This is an optimization exercise on Yosys and OpenROAD, whose aim is small area, a short achievable clock period and few clock cycles per item, not a production implementation. RTL that was checked went through simulation tests only; none was proved equivalent to the original. Only the layout flow was run in run 2; the RTL was not checked for function there.

==> flow/design.v, too long to show whole: its modules and the start of the top module <==
// module post_requant: 2810 lines
module post_requant (
    input  wire        clk,
    input  wire        rst,         
    input  wire        in_valid,
    output reg         in_ready,
    input  wire [1:0]  in_otype,
    input  wire [31:0] in_acc,
    input  wire [31:0] in_bias,
    input  wire [31:0] in_m,
    input  wire [5:0]  in_rs,
    input  wire [15:0] in_zp,
    input  wire [15:0] in_qmin,
    input  wire [15:0] in_qmax,
    output reg         out_valid,
    input  wire        out_ready,
    output wire [31:0] out_y
);
  // ...
==> flow/flow/run.sh <==
#!/bin/bash
# The standard layout (the standard.sh: standard synthesis, floorplan,
# placement, CTS, routing) with two changes to how ORFS makes it:
#  - its timing repair aims at a setup margin (flow/margin.txt), so that it
#    works towards a shorter period than the 20 ns clock needs;
#  - the port buffers that buffer_ports inserts on every input and output
#    are sky130_fd_sc_hd__buf_2 cells instead of delay-buffer cells.
# The clock, the constraints and the synthesis are the standard ones.
set -euo pipefail
MARGIN=$(cat flow/margin.txt)
bash standard.sh SETUP_SLACK_MARGIN=$MARGIN \
  "BUFFER_PORTS_ARGS=-buffer_cell sky130_fd_sc_hd__buf_2" finish > flow_standard.log 2>&1
==> flow/flow/margin.txt <==
14.8
==> flow/standard.sh <==
#!/bin/bash
# synth_recipe.tcl (not shown) runs the flow's synth.tcl, then flattens the netlist and writes it again
# the make line also repeats each setting of config.mk as NAME=value (left out here)
make -C /OpenROAD-flow-scripts/flow DESIGN_CONFIG=/design/flow/config.mk WORK_HOME=/design/flow/orfs CLKGATE_MAP_FILE= SYNTH_SCRIPT=/design/flow/synth_recipe.tcl "${@:-finish}"
==> flow/config.mk <==
export PLATFORM = sky130hd
export DESIGN_NAME = post_requant
export DESIGN_NICKNAME = post_requant
export VERILOG_FILES = /design/flow/design.v
export SDC_FILE = /design/flow/constraint.sdc
export NUM_CORES = 4
export LEC_CHECK = 0
export CAP_MARGIN = 20
export CORE_MARGIN = 2
export CORE_UTILIZATION = 50
export CTS_CLUSTER_DIAMETER = 60
export CTS_CLUSTER_SIZE = 30
export SLEW_MARGIN = 20
==> flow/constraint.sdc <==
create_clock -name core_clock -period 20.0 [get_ports {clk}]
set_input_delay 4.0000 -clock core_clock [delete_from_list [all_inputs] [get_ports {clk}]]
set_output_delay 4.0000 -clock core_clock [all_outputs]
set_load 0.01 [all_outputs]
==> results.cfg, run 1 <==
[outcome]
status = timing/DRC/antenna clean

[place]
port_buffers = 189
dp_slack_ns = 14.13

[floorplanning]
initial_core_util_pct = 50.52
die_area_um2 = 111100

[worst_setup_path]
critPathMaxStageDelay_ns = 0.44
path_cells = buf_2
critPathCaptureType = primary output
path_buf_inv = 1
timing.critical_path.from = out_h[23]$_DFFE_PN_
required_ns = 16.00

[global_routing]
grt-ovfl-total = 0
met2_usage_pct = 51.69
grt_usage_pct = 32.04

[cells_and_area]
final_core_util_pct = 54.74
fillers = 9519
final_area_um2 = 58770
largest_register_ffs = 64
regMostFlops = b_s
clock_tree_area_fraction_pct = 4.258

[sta]
tightestPinTransition_ns = 1.183
fin_setup_tns_ns = 0
clock.fmax_ghz = 0.1885
fin_ws_ns = 14.69
period_share_pct = 26.53
final_hold_viol_count = 0

[routing]
drt_iter0_drc = 4170
vias = 41950
wl_met3_um = 15360
first_pass_iters = 9
wl_met2_um = 83090
drcViolationCount = 0

[synth]
synth_fa_ha_area_share_pct = 22.42
synth_compound_area_share_pct = 18.87

[min_path]
holdPathStages = 0

[clock_tree]
cts_tree = yes
cts_setup_buffers = 2

[job]
cap_violations = 0
Testbench counts, summed over its fixed seeds: cycles 32,040, items 32,000.
==> run 2: changes to the inputs <==
--- a/flow/design.v
+++ b/flow/design.v
@@ -12,316 +12,71 @@
     input  wire [15:0] in_qmin,
     input  wire [15:0] in_qmax,
     output reg         out_valid,
     input  wire        out_ready,
     output wire [31:0] out_y
 );
     wire take = in_valid && in_ready;
     wire give = out_valid && out_ready;
-    reg  [5:0] n_th;
-    wire [5:0] n_inc = {n_th[4:0], 1'b1};
-    wire [5:0] n_dec = {1'b0, n_th[5:1]};
-    wire [5:0] n_vr  = (in_ready & ~out_valid) ? n_inc : (out_valid & ~in_ready) ? n_dec : n_th;
-    wire [5:0] n_v   = in_ready  ? n_inc : n_th;
-    wire [5:0] n_r   = out_valid ? n_dec : n_th;
-    wire [5:0] n_th_next = in_valid ? (out_ready ? n_vr : n_v) : (out_ready ? n_r : n_th);
+    reg  [4:0] n_th;
+    wire [4:0] n_inc = {n_th[3:0], 1'b1};
+    wire [4:0] n_dec = {1'b0, n_th[4:1]};
+    wire [4:0] n_vr  = (in_ready & ~out_valid) ? n_inc : (out_valid & ~in_ready) ? n_dec : n_th;
+    wire [4:0] n_v   = in_ready  ? n_inc : n_th;
+    wire [4:0] n_r   = out_valid ? n_dec : n_th;
+    wire [4:0] n_th_next = in_valid ? (out_ready ? n_vr : n_v) : (out_ready ? n_r : n_th);
     always @(posedge clk) begin
         if (rst) begin
-            n_th     <= 6'd0;
+            n_th     <= 5'd0;
             in_ready <= 1'b0;
         end else begin
             n_th     <= n_th_next;
-            in_ready <= give | ~(n_th[5] | (take & n_th[4]));
+            in_ready <= give | ~(n_th[4] | (take & n_th[3]));
         end
     end
-    reg        v1;
-    reg        a_is3;
-    reg [31:0] a_acc;
-    reg [31:0] a_bias;
-    reg [31:0] a_m;
-    reg [5:0]  a_rs;
-    reg [15:0] a_zp;
-    reg [15:0] a_qmin;
-    reg [15:0] a_qmax;
-    wire in_is3 = (in_otype == 2'd3);
-    always @(posedge clk) begin
-        if (rst) v1 <= 1'b0;
-        else     v1 <= take;
-        a_is3  <= in_is3;
-        a_acc  <= in_acc;
-        a_bias <= in_bias;
-        a_m    <= in_is3 ? 32'd1 : in_m;
-        a_rs   <= in_rs;
-        a_zp   <= in_zp;
-        a_qmin <= in_qmin;
-        a_qmax <= in_qmax;
-    end
-    wire [32:0] t_sum;
-  wire ta_g0 = a_acc[0] & a_bias[0];
-  wire ta_p0 = a_acc[0] ^ a_bias[0];
-  wire ta_g1 = a_acc[1] & a_bias[1];
-  wire ta_p1 = a_acc[1] ^ a_bias[1];
-  wire ta_g2 = a_acc[2] & a_bias[2];
-  wire ta_p2 = a_acc[2] ^ a_bias[2];
-  wire ta_g3 = a_acc[3] & a_bias[3];
-  wire ta_p3 = a_acc[3] ^ a_bias[3];
-  wire ta_g4 = a_acc[4] & a_bias[4];
-  wire ta_p4 = a_acc[4] ^ a_bias[4];
-  wire ta_g5 = a_acc[5] & a_bias[5];
-  wire ta_p5 = a_acc[5] ^ a_bias[5];
-  wire ta_g6 = a_acc[6] & a_bias[6];
-  wire ta_p6 = a_acc[6] ^ a_bias[6];
-  wire ta_g7 = a_acc[7] & a_bias[7];
-  wire ta_p7 = a_acc[7] ^ a_bias[7];
-  wire ta_g8 = a_acc[8] & a_bias[8];
-  wire ta_p8 = a_acc[8] ^ a_bias[8];
-  wire ta_g9 = a_acc[9] & a_bias[9];
-  wire ta_p9 = a_acc[9] ^ a_bias[9];
-  wire ta_g10 = a_acc[10] & a_bias[10];
-  wire ta_p10 = a_acc[10] ^ a_bias[10];
-  wire ta_g11 = a_acc[11] & a_bias[11];
-  wire ta_p11 = a_acc[11] ^ a_bias[11];
-  wire ta_g12 = a_acc[12] & a_bias[12];
-  wire ta_p12 = a_acc[12] ^ a_bias[12];
-  wire ta_g13 = a_acc[13] & a_bias[13];
-  wire ta_p13 = a_acc[13] ^ a_bias[13];
-  wire ta_g14 = a_acc[14] & a_bias[14];
-  wire ta_p14 = a_acc[14] ^ a_bias[14];
-  wire ta_g15 = a_acc[15] & a_bias[15];
-  wire ta_p15 = a_acc[15] ^ a_bias[15];
-  wire ta_g16 = a_acc[16] & a_bias[16];
-  wire ta_p16 = a_acc[16] ^ a_bias[16];
-  wire ta_g17 = a_acc[17] & a_bias[17];
-  wire ta_p17 = a_acc[17] ^ a_bias[17];
-  wire ta_g18 = a_acc[18] & a_bias[18];
-  wire ta_p18 = a_acc[18] ^ a_bias[18];
-  wire ta_g19 = a_acc[19] & a_bias[19];
-  wire ta_p19 = a_acc[19] ^ a_bias[19];
-  wire ta_g20 = a_acc[20] & a_bias[20];
-  wire ta_p20 = a_acc[20] ^ a_bias[20];
-  wire ta_g21 = a_acc[21] & a_bias[21];
-  wire ta_p21 = a_acc[21] ^ a_bias[21];
-  wire ta_g22 = a_acc[22] & a_bias[22];
-  wire ta_p22 = a_acc[22] ^ a_bias[22];
-  wire ta_g23 = a_acc[23] & a_bias[23];
-  wire ta_p23 = a_acc[23] ^ a_bias[23];
-  wire ta_g24 = a_acc[24] & a_bias[24];
-  wire ta_p24 = a_acc[24] ^ a_bias[24];
-  wire ta_g25 = a_acc[25] & a_bias[25];
-  wire ta_p25 = a_acc[25] ^ a_bias[25];
-  wire ta_g26 = a_acc[26] & a_bias[26];
-  wire ta_p26 = a_acc[26] ^ a_bias[26];
-  wire ta_g27 = a_acc[27] & a_bias[27];
-  wire ta_p27 = a_acc[27] ^ a_bias[27];
-  wire ta_g28 = a_acc[28] & a_bias[28];
-  wire ta_p28 = a_acc[28] ^ a_bias[28];
-  wire ta_g29 = a_acc[29] & a_bias[29];
-  wire ta_p29 = a_acc[29] ^ a_bias[29];
-  wire ta_g30 = a_acc[30] & a_bias[30];
-  wire ta_p30 = a_acc[30] ^ a_bias[30];
-  wire ta_g31 = a_acc[31] & a_bias[31];
-  wire ta_p31 = a_acc[31] ^ a_bias[31];
-  wire ta_g32 = a_acc[31] & a_bias[31];
-  wire ta_p32 = a_acc[31] ^ a_bias[31];
-  wire ta_G1 = ta_g1 | (ta_p1 & ta_g0);
-  wire ta_P1 = ta_p1 & ta_p0;
-  wire ta_G2 = ta_g3 | (ta_p3 & ta_g2);
-  wire ta_P2 = ta_p3 & ta_p2;
-  wire ta_G3 = ta_g5 | (ta_p5 & ta_g4);
-  wire ta_P3 = ta_p5 & ta_p4;
-  wire ta_G4 = ta_g7 | (ta_p7 & ta_g6);
-  wire ta_P4 = ta_p7 & ta_p6;
-  wire ta_G5 = ta_g9 | (ta_p9 & ta_g8);
-  wire ta_P5 = ta_p9 & ta_p8;
-  wire ta_G6 = ta_g11 | (ta_p11 & ta_g10);
-  wire ta_P6 = ta_p11 & ta_p10;
-  wire ta_G7 = ta_g13 | (ta_p13 & ta_g12);
-  wire ta_P7 = ta_p13 & ta_p12;
-  wire ta_G8 = ta_g15 | (ta_p15 & ta_g14);
-  wire ta_P8 = ta_p15 & ta_p14;
-  wire ta_G9 = ta_g17 | (ta_p17 & ta_g16);
-  wire ta_P9 = ta_p17 & ta_p16;
-  wire ta_G10 = ta_g19 | (ta_p19 & ta_g18);
-  wire ta_P10 = ta_p19 & ta_p18;
-  wire ta_G11 = ta_g21 | (ta_p21 & ta_g20);
-  wire ta_P11 = ta_p21 & ta_p20;
-  wire ta_G12 = ta_g23 | (ta_p23 & ta_g22);
-  wire ta_P12 = ta_p23 & ta_p22;
-  wire ta_G13 = ta_g25 | (ta_p25 & ta_g24);
-  wire ta_P13 = ta_p25 & ta_p24;
-  wire ta_G14 = ta_g27 | (ta_p27 & ta_g26);
-  wire ta_P14 = ta_p27 & ta_p26;
-  wire ta_G15 = ta_g29 | (ta_p29 & ta_g28);
-  wire ta_P15 = ta_p29 & ta_p28;
-  wire ta_G16 = ta_g31 | (ta_p31 & ta_g30);
-  wire ta_P16 = ta_p31 & ta_p30;
-  wire ta_G17 = ta_g2 | (ta_p2 & ta_G1);
-  wire ta_P17 = ta_p2 & ta_P1;
-  wire ta_G18 = ta_G2 | (ta_P2 & ta_G1);
-  wire ta_P18 = ta_P2 & ta_P1;
-  wire ta_G19 = ta_g6 | (ta_p6 & ta_G3);
-  wire ta_P19 = ta_p6 & ta_P3;
-  wire ta_G20 = ta_G4 | (ta_P4 & ta_G3);
-  wire ta_P20 = ta_P4 & ta_P3;
-  wire ta_G21 = ta_g10 | (ta_p10 & ta_G5);
-  wire ta_P21 = ta_p10 & ta_P5;
-  wire ta_G22 = ta_G6 | (ta_P6 & ta_G5);
-  wire ta_P22 = ta_P6 & ta_P5;
-  wire ta_G23 = ta_g14 | (ta_p14 & ta_G7);
-  wire ta_P23 = ta_p14 & ta_P7;
-  wire ta_G24 = ta_G8 | (ta_P8 & ta_G7);
-  wire ta_P24 = ta_P8 & ta_P7;
-  wire ta_G25 = ta_g18 | (ta_p18 & ta_G9);
-  wire ta_P25 = ta_p18 & ta_P9;
-  wire ta_G26 = ta_G10 | (ta_P10 & ta_G9);
-  wire ta_P26 = ta_P10 & ta_P9;
-  wire ta_G27 = ta_g22 | (ta_p22 & ta_G11);
-  wire ta_P27 = ta_p22 & ta_P11;
-  wire ta_G28 = ta_G12 | (ta_P12 & ta_G11);
-  wire ta_P28 = ta_P12 & ta_P11;
-  wire ta_G29 = ta_g26 | (ta_p26 & ta_G13);
-  wire ta_P29 = ta_p26 & ta_P13;
-  wire ta_G30 = ta_G14 | (ta_P14 & ta_G13);
-  wire ta_P30 = ta_P14 & ta_P13;
-  wire ta_G31 = ta_g30 | (ta_p30 & ta_G15);
-  wire ta_P31 = ta_p30 & ta_P15;
-  wire ta_G32 = ta_G16 | (ta_P16 & ta_G15);
-  wire ta_P32 = ta_P16 & ta_P15;
-  wire ta_G33 = ta_g4 | (ta_p4 & ta_G18);
-  wire ta_P33 = ta_p4 & ta_P18;
-  wire ta_G34 = ta_G3 | (ta_P3 & ta_G18);
-  wire ta_P34 = ta_P3 & ta_P18;
-  wire ta_G35 = ta_G19 | (ta_P19 & ta_G18);
-  wire ta_P35 = ta_P19 & ta_P18;
-  wire ta_G36 = ta_G20 | (ta_P20 & ta_G18);
-  wire ta_P36 = ta_P20 & ta_P18;
-  wire ta_G37 = ta_g12 | (ta_p12 & ta_G22);
-  wire ta_P37 = ta_p12 & ta_P22;
-  wire ta_G38 = ta_G7 | (ta_P7 & ta_G22);
-  wire ta_P38 = ta_P7 & ta_P22;
-  wire ta_G39 = ta_G23 | (ta_P23 & ta_G22);
-  wire ta_P39 = ta_P23 & ta_P22;
-  wire ta_G40 = ta_G24 | (ta_P24 & ta_G22);
-  wire ta_P40 = ta_P24 & ta_P22;
-  wire ta_G41 = ta_g20 | (ta_p20 & ta_G26);
-  wire ta_P41 = ta_p20 & ta_P26;
-  wire ta_G42 = ta_G11 | (ta_P11 & ta_G26);
-  wire ta_P42 = ta_P11 & ta_P26;
-  wire ta_G43 = ta_G27 | (ta_P27 & ta_G26);
-  wire ta_P43 = ta_P27 & ta_P26;
-  wire ta_G44 = ta_G28 | (ta_P28 & ta_G26);
-  wire ta_P44 = ta_P28 & ta_P26;
-  wire ta_G45 = ta_g28 | (ta_p28 & ta_G30);
-  wire ta_P45 = ta_p28 & ta_P30;
-  wire ta_G46 = ta_G15 | (ta_P15 & ta_G30);
-  wire ta_P46 = ta_P15 & ta_P30;
-  wire ta_G47 = ta_G31 | (ta_P31 & ta_G30);
-  wire ta_P47 = ta_P31 & ta_P30;
-  wire ta_G48 = ta_G32 | (ta_P32 & ta_G30);
-  wire ta_P48 = ta_P32 & ta_P30;
-  wire ta_G49 = ta_g8 | (ta_p8 & ta_G36);
-  wire ta_P49 = ta_p8 & ta_P36;
-  wire ta_G50 = ta_G5 | (ta_P5 & ta_G36);
-  wire ta_P50 = ta_P5 & ta_P36;
-  wire ta_G51 = ta_G21 | (ta_P21 & ta_G36);
-  wire ta_P51 = ta_P21 & ta_P36;
-  wire ta_G52 = ta_G22 | (ta_P22 & ta_G36);
-  wire ta_P52 = ta_P22 & ta_P36;
-  wire ta_G53 = ta_G37 | (ta_P37 & ta_G36);
-  wire ta_P53 = ta_P37 & ta_P36;
-  wire ta_G54 = ta_G38 | (ta_P38 & ta_G36);
-  wire ta_P54 = ta_P38 & ta_P36;
-  wire ta_G55 = ta_G39 | (ta_P39 & ta_G36);
-  wire ta_P55 = ta_P39 & ta_P36;
-  wire ta_G56 = ta_G40 | (ta_P40 & ta_G36);
-  wire ta_P56 = ta_P40 & ta_P36;
-  wire ta_G57 = ta_g24 | (ta_p24 & ta_G44);
-  wire ta_P57 = ta_p24 & ta_P44;
-  wire ta_G58 = ta_G13 | (ta_P13 & ta_G44);
-  wire ta_P58 = ta_P13 & ta_P44;
-  wire ta_G59 = ta_G29 | (ta_P29 & ta_G44);
-  wire ta_P59 = ta_P29 & ta_P44;
-  wire ta_G60 = ta_G30 | (ta_P30 & ta_G44);
-  wire ta_P60 = ta_P30 & ta_P44;
-  wire ta_G61 = ta_G45 | (ta_P45 & ta_G44);
-  wire ta_P61 = ta_P45 & ta_P44;
-  wire ta_G62 = ta_G46 | (ta_P46 & ta_G44);
-  wire ta_P62 = ta_P46 & ta_P44;
-  wire ta_G63 = ta_G47 | (ta_P47 & ta_G44);
-  wire ta_P63 = ta_P47 & ta_P44;
-  wire ta_G64 = ta_G48 | (ta_P48 & ta_G44);
-  wire ta_P64 = ta_P48 & ta_P44;
-  wire ta_G65 = ta_g16 | (ta_p16 & ta_G56);
-  wire ta_P65 = ta_p16 & ta_P56;
-  wire ta_G66 = ta_G9 | (ta_P9 & ta_G56);
-  wire ta_P66 = ta_P9 & ta_P56;
-  wire ta_G67 = ta_G25 | (ta_P25 & ta_G56);
-  wire ta_P67 = ta_P25 & ta_P56;
-  wire ta_G68 = ta_G26 | (ta_P26 & ta_G56);
-  wire ta_P68 = ta_P26 & ta_P56;
-  wire ta_G69 = ta_G41 | (ta_P41 & ta_G56);
-  wire ta_P69 = ta_P41 & ta_P56;
-  wire ta_G70 = ta_G42 | (ta_P42 & ta_G56);
-  wire ta_P70 = ta_P42 & ta_P56;
-  wire ta_G71 = ta_G43 | (ta_P43 & ta_G56);
-  wire ta_P71 = ta_P43 & ta_P56;
-  wire ta_G72 = ta_G44 | (ta_P44 & ta_G56);
-  wire ta_P72 = ta_P44 & ta_P56;
-  wire ta_G73 = ta_G57 | (ta_P57 & ta_G56);
-  wire ta_P73 = ta_P57 & ta_P56;
-  wire ta_G74 = ta_G58 | (ta_P58 & ta_G56);
-  wire ta_P74 = ta_P58 & ta_P56;
-  wire ta_G75 = ta_G59 | (ta_P59 & ta_G56);
-  wire ta_P75 = ta_P59 & ta_P56;
-  wire ta_G76 = ta_G60 | (ta_P60 & ta_G56);
-  wire ta_P76 = ta_P60 & ta_P56;
-  wire ta_G77 = ta_G61 | (ta_P61 & ta_G56);
-  wire ta_P77 = ta_P61 & ta_P56;
-  wire ta_G78 = ta_G62 | (ta_P62 & ta_G56);
-  wire ta_P78 = ta_P62 & ta_P56;
-  wire ta_G79 = ta_G63 | (ta_P63 & ta_G56);
-  wire ta_P79 = ta_P63 & ta_P56;
-  wire ta_G80 = ta_G64 | (ta_P64 & ta_G56);
-  wire ta_P80 = ta_P64 & ta_P56;
-  wire ta_G81 = ta_g32 | (ta_p32 & ta_G80);
-  wire ta_P81 = ta_p32 & ta_P80;
-  assign t_sum = {(ta_p32 ^ ta_G80), (ta_p31 ^ ta_G79), (ta_p30 ^ ta_G78), (ta_p29 ^ ta_G77), (ta_p28 ^ ta_G76), (ta_p27 ^ ta_G75), (ta_p26 ^ ta_G74), (ta_p25 ^ ta_G73), (ta_p24 ^ ta_G72), (ta_p23 ^ ta_G71), (ta_p22 ^ ta_G70), (ta_p21 ^ ta_G69), (ta_p20 ^ ta_G68), (ta_p19 ^ ta_G67), (ta_p18 ^ ta_G66), (ta_p17 ^ ta_G65), (ta_p16 ^ ta_G56), (ta_p15 ^ ta_G55), (ta_p14 ^ ta_G54), (ta_p13 ^ ta_G53), (ta_p12 ^ ta_G52), (ta_p11 ^ ta_G51), (ta_p10 ^ ta_G50), (ta_p9 ^ ta_G49), (ta_p8 ^ ta_G36), (ta_p7 ^ ta_G35), (ta_p6 ^ ta_G34), (ta_p5 ^ ta_G33), (ta_p4 ^ ta_G18), (ta_p3 ^ ta_G17), (ta_p2 ^ ta_G1), (ta_p1 ^ ta_g0), (ta_p0 ^ 1'b0)};
+    wire        in_is3 = (in_otype == 2'd3);
+    wire [31:0] in_m1  = in_is3 ? 32'd1 : in_m;
+    wire [15:0] tl_sum;
+    wire        tl_c;
+    wire [16:0] th_sum0, th_sum1;
+    post_requant_addl u_addl (.a(in_acc[15:0]), .b(in_bias[15:0]), .s(tl_sum), .co(tl_c));
+    post_requant_addh u_addh (.a(in_acc[31:16]), .b(in_bias[31:16]), .s0(th_sum0), .s1(th_sum1));
     wire [15:0] e_one, e_two, e_neg;
     genvar gj;
     generate
         for (gj = 0; gj < 16; gj = gj + 1) begin : benc
-            wire b2 = a_m[2*gj+1];
-            wire b1 = a_m[2*gj];
-            wire b0 = (gj == 0) ? 1'b0 : a_m[2*gj-1];
+            wire b2 = in_m1[2*gj+1];
+            wire b1 = in_m1[2*gj];
+            wire b0 = (gj == 0) ? 1'b0 : in_m1[2*gj-1];
             assign e_one[gj] = b1 ^ b0;
             assign e_two[gj] = (b2 & ~b1 & ~b0) | (~b2 & b1 & b0);
             assign e_neg[gj] = b2;
         end
     endgenerate
     reg        v1b;
     reg        d_is3;
     reg [32:0] t;
     reg [15:0] one, two, neg;          
     reg [5:0]  d_rs;
     reg [15:0] d_zp;
     reg [15:0] d_qmin;
     reg [15:0] d_qmax;
     always @(posedge clk) begin
         if (rst) v1b <= 1'b0;
-        else     v1b <= v1;
-        d_is3  <= a_is3;
-        t      <= t_sum;
+        else     v1b <= take;
+        d_is3  <= in_is3;
+        t      <= {tl_c ? th_sum1 : th_sum0, tl_sum};
         one    <= e_one;
         two    <= e_two;
         neg    <= e_neg;
-        d_rs   <= a_rs;
-        d_zp   <= a_zp;
-        d_qmin <= a_qmin;
-        d_qmax <= a_qmax;
+        d_rs   <= in_rs;
+        d_zp   <= in_zp;
+        d_qmin <= in_qmin;
+        d_qmax <= in_qmax;
     end
     wire [34:0] te = {t[32], t, 1'b0};   
     wire [33:0] x0, x1, x2, x3, x4, x5, x6, x7, x8, x9, x10, x11, x12, x13, x14, x15;
     function [33:0] bsel(input [34:0] v, input o, input w, input n);
         integer i;
         begin
             for (i = 0; i < 34; i = i + 1)
                 bsel[i] = ((o & v[i+1]) | (w & v[i])) ^ n;
@@ -2769,42 +2524,359 @@
   assign y16 = {(yd_p15 ^ yd_G32), (yd_p14 ^ yd_G31), (yd_p13 ^ yd_G30), (yd_p12 ^ yd_G29), (yd_p11 ^ yd_G28), (yd_p10 ^ yd_G27), (yd_p9 ^ yd_G26), (yd_p8 ^ yd_G25), (yd_p7 ^ yd_G20), (yd_p6 ^ yd_G19), (yd_p5 ^ yd_G18), (yd_p4 ^ yd_G17), (yd_p3 ^ yd_G10), (yd_p2 ^ yd_G9), (yd_p1 ^ yd_G1), (yd_p0 ^ (c_r))};
     wire below = c_ov ?  c_sg : lo_neg;
     wire above = c_ov ? ~c_sg : ~hi_neg;
     wire sel_hi = ~c_is3 & (above | (below & c_inv));
     wire sel_lo = c_is3 | (below & ~c_inv);
     wire [15:0] low16 = sel_hi ? c_hi : sel_lo ? c_lo : y16;
     wire [31:0] result = {c_is3 ? c_hi : {16{low16[15]}}, low16};
     reg [31:0] out_h;
-    reg [31:0] q0, q1, q2, q3, q4;
-    reg [4:0]  wp, rp;
-    reg [4:0]  b_th;                     
+    reg [31:0] q0, q1, q2, q3;
+    reg [3:0]  wp, rp;
+    reg [3:0]  b_th;                     
     wire       h_free = ~out_valid | out_ready;
     wire       b_any  = b_th[0];
     wire       h_take = h_free & (b_any | v3);    
     wire [31:0] b_head = ({32{rp[0]}} & q0) | ({32{rp[1]}} & q1) | ({32{rp[2]}} & q2)
-                       | ({32{rp[3]}} & q3) | ({32{rp[4]}} & q4);
-    wire [4:0] b_inc = {b_th[3:0], 1'b1};
-    wire [4:0] b_dec = {1'b0, b_th[4:1]};
-    wire [4:0] b_take = v3 ? b_th : b_dec;
-    wire [4:0] b_keep = v3 ? b_inc : b_th;
-    wire [4:0] b_th_next = h_free ? b_take : b_keep;
+                       | ({32{rp[3]}} & q3);
+    wire [3:0] b_inc = {b_th[2:0], 1'b1};
+    wire [3:0] b_dec = {1'b0, b_th[3:1]};
+    wire [3:0] b_take = v3 ? b_th : b_dec;
+    wire [3:0] b_keep = v3 ? b_inc : b_th;
+    wire [3:0] b_th_next = h_free ? b_take : b_keep;
     always @(posedge clk) begin
         if (rst) begin
-            wp        <= 5'b00001;
-            rp        <= 5'b00001;
-            b_th      <= 5'd0;
+            wp        <= 4'b0001;
+            rp        <= 4'b0001;
+            b_th      <= 4'd0;
             out_valid <= 1'b0;
         end else begin
-            if (v3)     wp <= {wp[3:0], wp[4]};
-            if (h_take) rp <= {rp[3:0], rp[4]};
+            if (v3)     wp <= {wp[2:0], wp[3]};
+            if (h_take) rp <= {rp[2:0], rp[3]};
             b_th      <= b_th_next;
             out_valid <= ~h_free | b_any | v3;
         end
         if (h_free) out_h <= b_any ? b_head : result;
         if (v3 && wp[0]) q0 <= result;
         if (v3 && wp[1]) q1 <= result;
         if (v3 && wp[2]) q2 <= result;
         if (v3 && wp[3]) q3 <= result;
-        if (v3 && wp[4]) q4 <= result;
     end
     assign out_y = out_h;
 endmodule
+module post_requant_addl (
+    input  wire [15:0] a,
+    input  wire [15:0] b,
+    output wire [15:0] s,
+    output wire        co
+);
+  wire tl_g0 = a[0] & b[0];
+  wire tl_p0 = a[0] ^ b[0];
+  wire tl_g1 = a[1] & b[1];
+  wire tl_p1 = a[1] ^ b[1];
+  wire tl_g2 = a[2] & b[2];
+  wire tl_p2 = a[2] ^ b[2];
+  wire tl_g3 = a[3] & b[3];
+  wire tl_p3 = a[3] ^ b[3];
+  wire tl_g4 = a[4] & b[4];
+  wire tl_p4 = a[4] ^ b[4];
+  wire tl_g5 = a[5] & b[5];
+  wire tl_p5 = a[5] ^ b[5];
+  wire tl_g6 = a[6] & b[6];
+  wire tl_p6 = a[6] ^ b[6];
+  wire tl_g7 = a[7] & b[7];
+  wire tl_p7 = a[7] ^ b[7];
+  wire tl_g8 = a[8] & b[8];
+  wire tl_p8 = a[8] ^ b[8];
+  wire tl_g9 = a[9] & b[9];
+  wire tl_p9 = a[9] ^ b[9];
+  wire tl_g10 = a[10] & b[10];
+  wire tl_p10 = a[10] ^ b[10];
+  wire tl_g11 = a[11] & b[11];
+  wire tl_p11 = a[11] ^ b[11];
+  wire tl_g12 = a[12] & b[12];
+  wire tl_p12 = a[12] ^ b[12];
+  wire tl_g13 = a[13] & b[13];
+  wire tl_p13 = a[13] ^ b[13];
+  wire tl_g14 = a[14] & b[14];
+  wire tl_p14 = a[14] ^ b[14];
+  wire tl_g15 = a[15] & b[15];
+  wire tl_p15 = a[15] ^ b[15];
+  wire tl_G1 = tl_g1 | (tl_p1 & tl_g0);
+  wire tl_P1 = tl_p1 & tl_p0;
+  wire tl_G2 = tl_g3 | (tl_p3 & tl_g2);
+  wire tl_P2 = tl_p3 & tl_p2;
+  wire tl_G3 = tl_g5 | (tl_p5 & tl_g4);
+  wire tl_P3 = tl_p5 & tl_p4;
+  wire tl_G4 = tl_g7 | (tl_p7 & tl_g6);
+  wire tl_P4 = tl_p7 & tl_p6;
+  wire tl_G5 = tl_g9 | (tl_p9 & tl_g8);
+  wire tl_P5 = tl_p9 & tl_p8;
+  wire tl_G6 = tl_g11 | (tl_p11 & tl_g10);
+  wire tl_P6 = tl_p11 & tl_p10;
+  wire tl_G7 = tl_g13 | (tl_p13 & tl_g12);
+  wire tl_P7 = tl_p13 & tl_p12;
+  wire tl_G8 = tl_g15 | (tl_p15 & tl_g14);
+  wire tl_P8 = tl_p15 & tl_p14;
+  wire tl_G9 = tl_g2 | (tl_p2 & tl_G1);
+  wire tl_P9 = tl_p2 & tl_P1;
+  wire tl_G10 = tl_G2 | (tl_P2 & tl_G1);
+  wire tl_P10 = tl_P2 & tl_P1;
+  wire tl_G11 = tl_g6 | (tl_p6 & tl_G3);
+  wire tl_P11 = tl_p6 & tl_P3;
+  wire tl_G12 = tl_G4 | (tl_P4 & tl_G3);
+  wire tl_P12 = tl_P4 & tl_P3;
+  wire tl_G13 = tl_g10 | (tl_p10 & tl_G5);
+  wire tl_P13 = tl_p10 & tl_P5;
+  wire tl_G14 = tl_G6 | (tl_P6 & tl_G5);
+  wire tl_P14 = tl_P6 & tl_P5;
+  wire tl_G15 = tl_g14 | (tl_p14 & tl_G7);
+  wire tl_P15 = tl_p14 & tl_P7;
+  wire tl_G16 = tl_G8 | (tl_P8 & tl_G7);
+  wire tl_P16 = tl_P8 & tl_P7;
+  wire tl_G17 = tl_g4 | (tl_p4 & tl_G10);
+  wire tl_P17 = tl_p4 & tl_P10;
+  wire tl_G18 = tl_G3 | (tl_P3 & tl_G10);
+  wire tl_P18 = tl_P3 & tl_P10;
+  wire tl_G19 = tl_G11 | (tl_P11 & tl_G10);
+  wire tl_P19 = tl_P11 & tl_P10;
+  wire tl_G20 = tl_G12 | (tl_P12 & tl_G10);
+  wire tl_P20 = tl_P12 & tl_P10;
+  wire tl_G21 = tl_g12 | (tl_p12 & tl_G14);
+  wire tl_P21 = tl_p12 & tl_P14;
+  wire tl_G22 = tl_G7 | (tl_P7 & tl_G14);
+  wire tl_P22 = tl_P7 & tl_P14;
+  wire tl_G23 = tl_G15 | (tl_P15 & tl_G14);
+  wire tl_P23 = tl_P15 & tl_P14;
+  wire tl_G24 = tl_G16 | (tl_P16 & tl_G14);
+  wire tl_P24 = tl_P16 & tl_P14;
+  wire tl_G25 = tl_g8 | (tl_p8 & tl_G20);
+  wire tl_P25 = tl_p8 & tl_P20;
+  wire tl_G26 = tl_G5 | (tl_P5 & tl_G20);
+  wire tl_P26 = tl_P5 & tl_P20;
+  wire tl_G27 = tl_G13 | (tl_P13 & tl_G20);
+  wire tl_P27 = tl_P13 & tl_P20;
+  wire tl_G28 = tl_G14 | (tl_P14 & tl_G20);
+  wire tl_P28 = tl_P14 & tl_P20;
+  wire tl_G29 = tl_G21 | (tl_P21 & tl_G20);
+  wire tl_P29 = tl_P21 & tl_P20;
+  wire tl_G30 = tl_G22 | (tl_P22 & tl_G20);
+  wire tl_P30 = tl_P22 & tl_P20;
+  wire tl_G31 = tl_G23 | (tl_P23 & tl_G20);
+  wire tl_P31 = tl_P23 & tl_P20;
+  wire tl_G32 = tl_G24 | (tl_P24 & tl_G20);
+  wire tl_P32 = tl_P24 & tl_P20;
+  assign s = {(tl_p15 ^ tl_G31), (tl_p14 ^ tl_G30), (tl_p13 ^ tl_G29), (tl_p12 ^ tl_G28), (tl_p11 ^ tl_G27), (tl_p10 ^ tl_G26), (tl_p9 ^ tl_G25), (tl_p8 ^ tl_G20), (tl_p7 ^ tl_G19), (tl_p6 ^ tl_G18), (tl_p5 ^ tl_G17), (tl_p4 ^ tl_G10), (tl_p3 ^ tl_G9), (tl_p2 ^ tl_G1), (tl_p1 ^ tl_g0), (tl_p0 ^ 1'b0)};
+  assign co = tl_G32;
+endmodule
+module post_requant_addh (
+    input  wire [15:0] a,
+    input  wire [15:0] b,
+    output wire [16:0] s0,
+    output wire [16:0] s1
+);
+  wire th0_g0 = a[0] & b[0];
+  wire th0_p0 = a[0] ^ b[0];
+  wire th0_g1 = a[1] & b[1];
+  wire th0_p1 = a[1] ^ b[1];
+  wire th0_g2 = a[2] & b[2];
+  wire th0_p2 = a[2] ^ b[2];
+  wire th0_g3 = a[3] & b[3];
+  wire th0_p3 = a[3] ^ b[3];
+  wire th0_g4 = a[4] & b[4];
+  wire th0_p4 = a[4] ^ b[4];
+  wire th0_g5 = a[5] & b[5];
+  wire th0_p5 = a[5] ^ b[5];
+  wire th0_g6 = a[6] & b[6];
+  wire th0_p6 = a[6] ^ b[6];
+  wire th0_g7 = a[7] & b[7];
+  wire th0_p7 = a[7] ^ b[7];
+  wire th0_g8 = a[8] & b[8];
+  wire th0_p8 = a[8] ^ b[8];
+  wire th0_g9 = a[9] & b[9];
+  wire th0_p9 = a[9] ^ b[9];
+  wire th0_g10 = a[10] & b[10];
+  wire th0_p10 = a[10] ^ b[10];
+  wire th0_g11 = a[11] & b[11];
+  wire th0_p11 = a[11] ^ b[11];
+  wire th0_g12 = a[12] & b[12];
+  wire th0_p12 = a[12] ^ b[12];
+  wire th0_g13 = a[13] & b[13];
+  wire th0_p13 = a[13] ^ b[13];
+  wire th0_g14 = a[14] & b[14];
+  wire th0_p14 = a[14] ^ b[14];
+  wire th0_g15 = a[15] & b[15];
+  wire th0_p15 = a[15] ^ b[15];
+  wire th0_g16 = a[15] & b[15];
+  wire th0_p16 = a[15] ^ b[15];
+  wire th0_G1 = th0_g1 | (th0_p1 & th0_g0);
+  wire th0_P1 = th0_p1 & th0_p0;
+  wire th0_G2 = th0_g3 | (th0_p3 & th0_g2);
+  wire th0_P2 = th0_p3 & th0_p2;
+  wire th0_G3 = th0_g5 | (th0_p5 & th0_g4);
+  wire th0_P3 = th0_p5 & th0_p4;
+  wire th0_G4 = th0_g7 | (th0_p7 & th0_g6);
+  wire th0_P4 = th0_p7 & th0_p6;
+  wire th0_G5 = th0_g9 | (th0_p9 & th0_g8);
+  wire th0_P5 = th0_p9 & th0_p8;
+  wire th0_G6 = th0_g11 | (th0_p11 & th0_g10);
+  wire th0_P6 = th0_p11 & th0_p10;
+  wire th0_G7 = th0_g13 | (th0_p13 & th0_g12);
+  wire th0_P7 = th0_p13 & th0_p12;
+  wire th0_G8 = th0_g15 | (th0_p15 & th0_g14);
+  wire th0_P8 = th0_p15 & th0_p14;
+  wire th0_G9 = th0_g2 | (th0_p2 & th0_G1);
+  wire th0_P9 = th0_p2 & th0_P1;
+  wire th0_G10 = th0_G2 | (th0_P2 & th0_G1);
+  wire th0_P10 = th0_P2 & th0_P1;
+  wire th0_G11 = th0_g6 | (th0_p6 & th0_G3);
+  wire th0_P11 = th0_p6 & th0_P3;
+  wire th0_G12 = th0_G4 | (th0_P4 & th0_G3);
+  wire th0_P12 = th0_P4 & th0_P3;
+  wire th0_G13 = th0_g10 | (th0_p10 & th0_G5);
+  wire th0_P13 = th0_p10 & th0_P5;
+  wire th0_G14 = th0_G6 | (th0_P6 & th0_G5);
+  wire th0_P14 = th0_P6 & th0_P5;
+  wire th0_G15 = th0_g14 | (th0_p14 & th0_G7);
+  wire th0_P15 = th0_p14 & th0_P7;
+  wire th0_G16 = th0_G8 | (th0_P8 & th0_G7);
+  wire th0_P16 = th0_P8 & th0_P7;
+  wire th0_G17 = th0_g4 | (th0_p4 & th0_G10);
+  wire th0_P17 = th0_p4 & th0_P10;
+  wire th0_G18 = th0_G3 | (th0_P3 & th0_G10);
+  wire th0_P18 = th0_P3 & th0_P10;
+  wire th0_G19 = th0_G11 | (th0_P11 & th0_G10);
+  wire th0_P19 = th0_P11 & th0_P10;
+  wire th0_G20 = th0_G12 | (th0_P12 & th0_G10);
+  wire th0_P20 = th0_P12 & th0_P10;
+  wire th0_G21 = th0_g12 | (th0_p12 & th0_G14);
+  wire th0_P21 = th0_p12 & th0_P14;
+  wire th0_G22 = th0_G7 | (th0_P7 & th0_G14);
+  wire th0_P22 = th0_P7 & th0_P14;
+  wire th0_G23 = th0_G15 | (th0_P15 & th0_G14);
+  wire th0_P23 = th0_P15 & th0_P14;
+  wire th0_G24 = th0_G16 | (th0_P16 & th0_G14);
+  wire th0_P24 = th0_P16 & th0_P14;
+  wire th0_G25 = th0_g8 | (th0_p8 & th0_G20);
+  wire th0_P25 = th0_p8 & th0_P20;
+  wire th0_G26 = th0_G5 | (th0_P5 & th0_G20);
+  wire th0_P26 = th0_P5 & th0_P20;
+  wire th0_G27 = th0_G13 | (th0_P13 & th0_G20);
+  wire th0_P27 = th0_P13 & th0_P20;
+  wire th0_G28 = th0_G14 | (th0_P14 & th0_G20);
+  wire th0_P28 = th0_P14 & th0_P20;
+  wire th0_G29 = th0_G21 | (th0_P21 & th0_G20);
+  wire th0_P29 = th0_P21 & th0_P20;
+  wire th0_G30 = th0_G22 | (th0_P22 & th0_G20);
+  wire th0_P30 = th0_P22 & th0_P20;
+  wire th0_G31 = th0_G23 | (th0_P23 & th0_G20);
+  wire th0_P31 = th0_P23 & th0_P20;
+  wire th0_G32 = th0_G24 | (th0_P24 & th0_G20);
+  wire th0_P32 = th0_P24 & th0_P20;
+  wire th0_G33 = th0_g16 | (th0_p16 & th0_G32);
+  wire th0_P33 = th0_p16 & th0_P32;
+  assign s0 = {(th0_p16 ^ th0_G32), (th0_p15 ^ th0_G31), (th0_p14 ^ th0_G30), (th0_p13 ^ th0_G29), (th0_p12 ^ th0_G28), (th0_p11 ^ th0_G27), (th0_p10 ^ th0_G26), (th0_p9 ^ th0_G25), (th0_p8 ^ th0_G20), (th0_p7 ^ th0_G19), (th0_p6 ^ th0_G18), (th0_p5 ^ th0_G17), (th0_p4 ^ th0_G10), (th0_p3 ^ th0_G9), (th0_p2 ^ th0_G1), (th0_p1 ^ th0_g0), (th0_p0 ^ 1'b0)};
+  wire th1_g0 = a[0] & b[0];
+  wire th1_p0 = a[0] ^ b[0];
+  wire th1_g1 = a[1] & b[1];
+  wire th1_p1 = a[1] ^ b[1];
+  wire th1_g2 = a[2] & b[2];
+  wire th1_p2 = a[2] ^ b[2];
+  wire th1_g3 = a[3] & b[3];
+  wire th1_p3 = a[3] ^ b[3];
+  wire th1_g4 = a[4] & b[4];
+  wire th1_p4 = a[4] ^ b[4];
+  wire th1_g5 = a[5] & b[5];
+  wire th1_p5 = a[5] ^ b[5];
+  wire th1_g6 = a[6] & b[6];
+  wire th1_p6 = a[6] ^ b[6];
+  wire th1_g7 = a[7] & b[7];
+  wire th1_p7 = a[7] ^ b[7];
+  wire th1_g8 = a[8] & b[8];
+  wire th1_p8 = a[8] ^ b[8];
+  wire th1_g9 = a[9] & b[9];
+  wire th1_p9 = a[9] ^ b[9];
+  wire th1_g10 = a[10] & b[10];
+  wire th1_p10 = a[10] ^ b[10];
+  wire th1_g11 = a[11] & b[11];
+  wire th1_p11 = a[11] ^ b[11];
+  wire th1_g12 = a[12] & b[12];
+  wire th1_p12 = a[12] ^ b[12];
+  wire th1_g13 = a[13] & b[13];
+  wire th1_p13 = a[13] ^ b[13];
+  wire th1_g14 = a[14] & b[14];
+  wire th1_p14 = a[14] ^ b[14];
+  wire th1_g15 = a[15] & b[15];
+  wire th1_p15 = a[15] ^ b[15];
+  wire th1_g16 = a[15] & b[15];
+  wire th1_p16 = a[15] ^ b[15];
+  wire th1_G1 = th1_g0 | (th1_p0 & (1'b1));
+  wire th1_P1 = th1_p0 & 1'b0;
+  wire th1_G2 = th1_g2 | (th1_p2 & th1_g1);
+  wire th1_P2 = th1_p2 & th1_p1;
+  wire th1_G3 = th1_g4 | (th1_p4 & th1_g3);
+  wire th1_P3 = th1_p4 & th1_p3;
+  wire th1_G4 = th1_g6 | (th1_p6 & th1_g5);
+  wire th1_P4 = th1_p6 & th1_p5;
+  wire th1_G5 = th1_g8 | (th1_p8 & th1_g7);
+  wire th1_P5 = th1_p8 & th1_p7;
+  wire th1_G6 = th1_g10 | (th1_p10 & th1_g9);
+  wire th1_P6 = th1_p10 & th1_p9;
+  wire th1_G7 = th1_g12 | (th1_p12 & th1_g11);
+  wire th1_P7 = th1_p12 & th1_p11;
+  wire th1_G8 = th1_g14 | (th1_p14 & th1_g13);
+  wire th1_P8 = th1_p14 & th1_p13;
+  wire th1_G9 = th1_g16 | (th1_p16 & th1_g15);
+  wire th1_P9 = th1_p16 & th1_p15;
+  wire th1_G10 = th1_g1 | (th1_p1 & th1_G1);
+  wire th1_P10 = th1_p1 & th1_P1;
+  wire th1_G11 = th1_G2 | (th1_P2 & th1_G1);
+  wire th1_P11 = th1_P2 & th1_P1;
+  wire th1_G12 = th1_g5 | (th1_p5 & th1_G3);
+  wire th1_P12 = th1_p5 & th1_P3;
+  wire th1_G13 = th1_G4 | (th1_P4 & th1_G3);
+  wire th1_P13 = th1_P4 & th1_P3;
+  wire th1_G14 = th1_g9 | (th1_p9 & th1_G5);
+  wire th1_P14 = th1_p9 & th1_P5;
+  wire th1_G15 = th1_G6 | (th1_P6 & th1_G5);
+  wire th1_P15 = th1_P6 & th1_P5;
+  wire th1_G16 = th1_g13 | (th1_p13 & th1_G7);
+  wire th1_P16 = th1_p13 & th1_P7;
+  wire th1_G17 = th1_G8 | (th1_P8 & th1_G7);
+  wire th1_P17 = th1_P8 & th1_P7;
+  wire th1_G18 = th1_g3 | (th1_p3 & th1_G11);
+  wire th1_P18 = th1_p3 & th1_P11;
+  wire th1_G19 = th1_G3 | (th1_P3 & th1_G11);
+  wire th1_P19 = th1_P3 & th1_P11;
+  wire th1_G20 = th1_G12 | (th1_P12 & th1_G11);
+  wire th1_P20 = th1_P12 & th1_P11;
+  wire th1_G21 = th1_G13 | (th1_P13 & th1_G11);
+  wire th1_P21 = th1_P13 & th1_P11;
+  wire th1_G22 = th1_g11 | (th1_p11 & th1_G15);
+  wire th1_P22 = th1_p11 & th1_P15;
+  wire th1_G23 = th1_G7 | (th1_P7 & th1_G15);
+  wire th1_P23 = th1_P7 & th1_P15;
+  wire th1_G24 = th1_G16 | (th1_P16 & th1_G15);
+  wire th1_P24 = th1_P16 & th1_P15;
+  wire th1_G25 = th1_G17 | (th1_P17 & th1_G15);
+  wire th1_P25 = th1_P17 & th1_P15;
+  wire th1_G26 = th1_g7 | (th1_p7 & th1_G21);
+  wire th1_P26 = th1_p7 & th1_P21;
+  wire th1_G27 = th1_G5 | (th1_P5 & th1_G21);
+  wire th1_P27 = th1_P5 & th1_P21;
+  wire th1_G28 = th1_G14 | (th1_P14 & th1_G21);
+  wire th1_P28 = th1_P14 & th1_P21;
+  wire th1_G29 = th1_G15 | (th1_P15 & th1_G21);
+  wire th1_P29 = th1_P15 & th1_P21;
+  wire th1_G30 = th1_G22 | (th1_P22 & th1_G21);
+  wire th1_P30 = th1_P22 & th1_P21;
+  wire th1_G31 = th1_G23 | (th1_P23 & th1_G21);
+  wire th1_P31 = th1_P23 & th1_P21;
+  wire th1_G32 = th1_G24 | (th1_P24 & th1_G21);
+  wire th1_P32 = th1_P24 & th1_P21;
+  wire th1_G33 = th1_G25 | (th1_P25 & th1_G21);
+  wire th1_P33 = th1_P25 & th1_P21;
+  wire th1_G34 = th1_g15 | (th1_p15 & th1_G33);
+  wire th1_P34 = th1_p15 & th1_P33;
+  wire th1_G35 = th1_G9 | (th1_P9 & th1_G33);
+  wire th1_P35 = th1_P9 & th1_P33;
+  assign s1 = {(th1_p16 ^ th1_G34), (th1_p15 ^ th1_G33), (th1_p14 ^ th1_G32), (th1_p13 ^ th1_G31), (th1_p12 ^ th1_G30), (th1_p11 ^ th1_G29), (th1_p10 ^ th1_G28), (th1_p9 ^ th1_G27), (th1_p8 ^ th1_G26), (th1_p7 ^ th1_G21), (th1_p6 ^ th1_G20), (th1_p5 ^ th1_G19), (th1_p4 ^ th1_G18), (th1_p3 ^ th1_G11), (th1_p2 ^ th1_G10), (th1_p1 ^ th1_G1), (th1_p0 ^ (1'b1))};
+endmodule
==> flow/flow/run.sh (replaced) <==
#!/bin/bash
# The standard layout (the standard.sh: standard synthesis, floorplan,
# placement, CTS, routing), with ORFS's timing repair aimed at a setup margin
# so that it works towards a shorter period than the 20 ns clock needs.
# The clock, the constraints and the synthesis are the standard ones.
set -euo pipefail
MARGIN=$(cat flow/margin.txt)
bash standard.sh SETUP_SLACK_MARGIN=$MARGIN finish > flow_standard.log 2>&1
==> flow/config.mk (replaced) <==
export PLATFORM = sky130hd
export DESIGN_NAME = post_requant
export DESIGN_NICKNAME = post_requant
export VERILOG_FILES = /design/flow/design.v
export SDC_FILE = /design/flow/constraint.sdc
export NUM_CORES = 4
export LEC_CHECK = 0
export CAP_MARGIN = 20
export CORE_MARGIN = 2
export CORE_UTILIZATION = 50
export SLEW_MARGIN = 20
export SYNTH_HIERARCHICAL = 1
==> run 2 against run 1 <==
  * Sequential share of layout area decreased by 6.0 points
  * Largest cell class unchanged
  * Cell count decreased by 3.1%
  * Hold slack improved by 0.016 ns
  * Wire length decreased by 3.6%
==> results.cfg, run 2 <==
[synth]
ys_ff_latch = 606
ys_top_cells_by_count = 588 x a22oi_1, 453 x fa_1, 446 x dfxtp_1
synth_top_area_share_pct = 17.99
yosys_warnings = 7
synth_edf_count = 160
async_reset_ff_share_pct = 0
synth_area_um2 = 50400
ys.flop_type = dfxtp_1
yosysTopAreaCell = fa_1
ys_seq_area_share_pct = 27.25
syn_nets = 6025
syn_area_per_cell_um2 = 9.758
ys_top_cells_by_area = fa_1 18%, dfxtp_1 18%, edfxtp_1 9.5%
synth_cells = 5165
synth.most_common_cell = a22oi_1
synth.distinct_cells = 107

[floorplanning]
die_w_um = 321.5
fp.coreArea_um2 = 100000
rows = 116
ioPinCount = 190
dieHeight_um = 321.5
initial_core_util_pct = 50.40
die_area_um2 = 103400

[place]
dp_slack_ns = 12.98
dp_hpwl_um = 116700
placement.cell_area_um2 = 53440
gp_congestion = 1.020
port_buffers = 189

[routing]
ant_nets = 0
first_pass_iters = 6
wl_per_cell_um = 26.49
vias = 41000
totalWireLength_um = 172800
drcViolationCount = 0
drt_iter0_drc = 4046
vias_per_cell = 6.284

[outcome]
status = timing/DRC/antenna clean

[global_routing]
grt_pass1_vias = 41730
grt_max_degree = 58
grt_usage_pct = 33.23
grt_pass1_wl_um = 261600
antenna_found_initial = 1
grt-ovfl-total = 0

[clock_tree]
clockBufferDepth = 3
cts_hold_buf = 0
htree_levels = 3
cts.sink_count = 606
cts_root_buffer = clkbuf_16
cts_tree = yes
clk_latency_ns = 0.65
cts-buffers-inserted = 69
clk_pin_slew_ns = 0.06

[cells_and_area]
largest_register_ffs = 64
fin_nets = 6032
final_common_cell = a22oi_1
seq_area_um2 = 13770
fillers = 8836
drive_above_1_share_pct = 10.79
regMostFlops = b_s
reg_top3 = b_s (64), b_c (63), t (33)
area_delta_synth_final_pct = 11.93
final_area_um2 = 56410
final_cell_mix = 586 x a22oi_1, 448 x fa_1, 422 x xor2_1
antennaDiodeCount = 0
final_core_util_pct = 56.41
multi_input_area_um2 = 34110

[sta]
fin_ws_ns = 14.40
slew_violations = 0
setup-violations-final = 0
fin_setup_tns_ns = 0
rsz0062_at_grt = yes
period_share_pct = 28.01
relSlewSlack_pct = 22.77
tightestPinTransition_ns = 1.158
final_hold_viol_count = 0
clock.fmax_ghz = 0.1785
fin_crit_ns = 5.601
worst_clock_skew_ns = 0.02695

[job]
cap_violations = 0

[min_path]
holdCritPathClass = flip-flop to flip-flop

[worst_setup_path]
critPathCaptureType = flip-flop
r2r_slack_ns = 14.88
required_ns = 20.52
start_kind = input pin
arrival_ns = 6.12
critPathKind = input pin to flip-flop
crit_fanout = 7
-- run 2: final cells by class --
type | instances | area share, %
inverter | 420 | 2.801
multi-input combinational | 3713 | 60.46
clock buffer | 93 | 3.471
sequential | 606 | 24.42
timing repair inverter | 1 | 0.01331
tap | 1298 | 2.879
clock inverter | 32 | 0.7519
timing repair buffer | 361 | 5.204
-- run 2: per-stage QoR --
| stage | hold WS [ns] | cells |
|---|---|---|
| 4_1_cts | 0.3260 | 6511 |
| 6_report | 0.3254 | 6524 |
| 3_5_place_dp | 0.3121 | 6347 |
| 2_1_floorplan | 0.3096 | 5165 |
| 3_3_place_gp | 0.3117 | 6347 |
| 5_1_grt | 0.3279 | 6524 |
-- run 2: logic make-up after synthesis --
family	share of synthesized area (%)
compound gates	20.22
xor+xnor	11.40
fa+ha+maj	24.56
buf+inv	6.405
flops	27.25
mux	2.850
simple gates	7.311
-- run 2: path summary, 6_finish.rpt --
check,endpoint,startpoint,depth (start not counted)
setup / recovery,t[30]$_DFF_P_,in_acc[3],10
hold / removal,b_qmin[13]$_DFF_P_,d_qmin[13]$_DFF_P_,0
setup reg to reg,c_q[16]$_DFF_P_,b_s[17]$_DFF_P_,14
hold reg to reg,b_qmin[13]$_DFF_P_,d_qmin[13]$_DFF_P_,0
-- run 2: worst max-delay path: stages --
cell,delay [ns]
buf_2,0.11
ha_4,0.29
nand3_2,0.09
a21o_1,0.24
a21bo_4,0.25
o311ai_4,0.29
a21o_4,0.28
buf_12,0.14
buf_12,0.12
mux2_4,0.29
-- run 2: repair_timing --
item,CTS,global route
cloned,2,0
resized for setup,297,53
setup endpoints to repair,97,82
pin swaps,44,30
setup buffers,37,13
-- run 2: modules after synthesis (local to each module, per instance) --
module	cell area, um2	cells	flip-flops and latches	times used
post_requant	48580	4935	606	1
post_requant_addh	1129	146	0	1
post_requant_addl	690.7	84	0	1
-- run 2: metal layers --
| layer | share of wire (%) | vias up | track usage, % |
|---|---|---|---|
| met2 | 47 | 2164 | 54.26 |
| met5 | 0 | - | 0 |
| li1 | - | 18190 | - |
| met1 | 39 | 20040 | 41.64 |
| met4 | 5.6 | 0 | 16.68 |
| met3 | 8.6 | 606 | 7.042 |

afterwards: timing with drivers on the ports:
The results above use ideal ports. As a check the final layouts listed here were re-extracted and re-timed, cells and wires unchanged.
Step 1: set_driving_cell puts a clkbuf_16 on clk and a buf_2 on each other input, an assumption about the parent block.
Step 2 times the ports against the registers' clock, not the clock port: input delays grow and output delays shrink by t, the midpoint of the rising clock arrivals with the driver on.
Three values: no drivers, after step 1, after step 2; two values: the first two.
| run | shift t [ns] | slack for setup (ns) | clock arrival spread, ns | worst data-port slew with drivers (ns) | pins driven straight from the clock port |
|---|---|---|---|---|---|
| run 1 | 0.760 | 14.695 / 14.615 / 14.548 | 0.052 / 0.052 | 0.07 | 1 |
| run 2 | 0.716 | 14.399 / 14.429 / 13.713 | 0.031 / 0.031 | 0.06 | 1 |
After both steps every run listed still meets setup and hold. For run 2, which loses most, drivers alone change the setup slack by +0.030 ns; drivers and shift together by -0.686 ns.
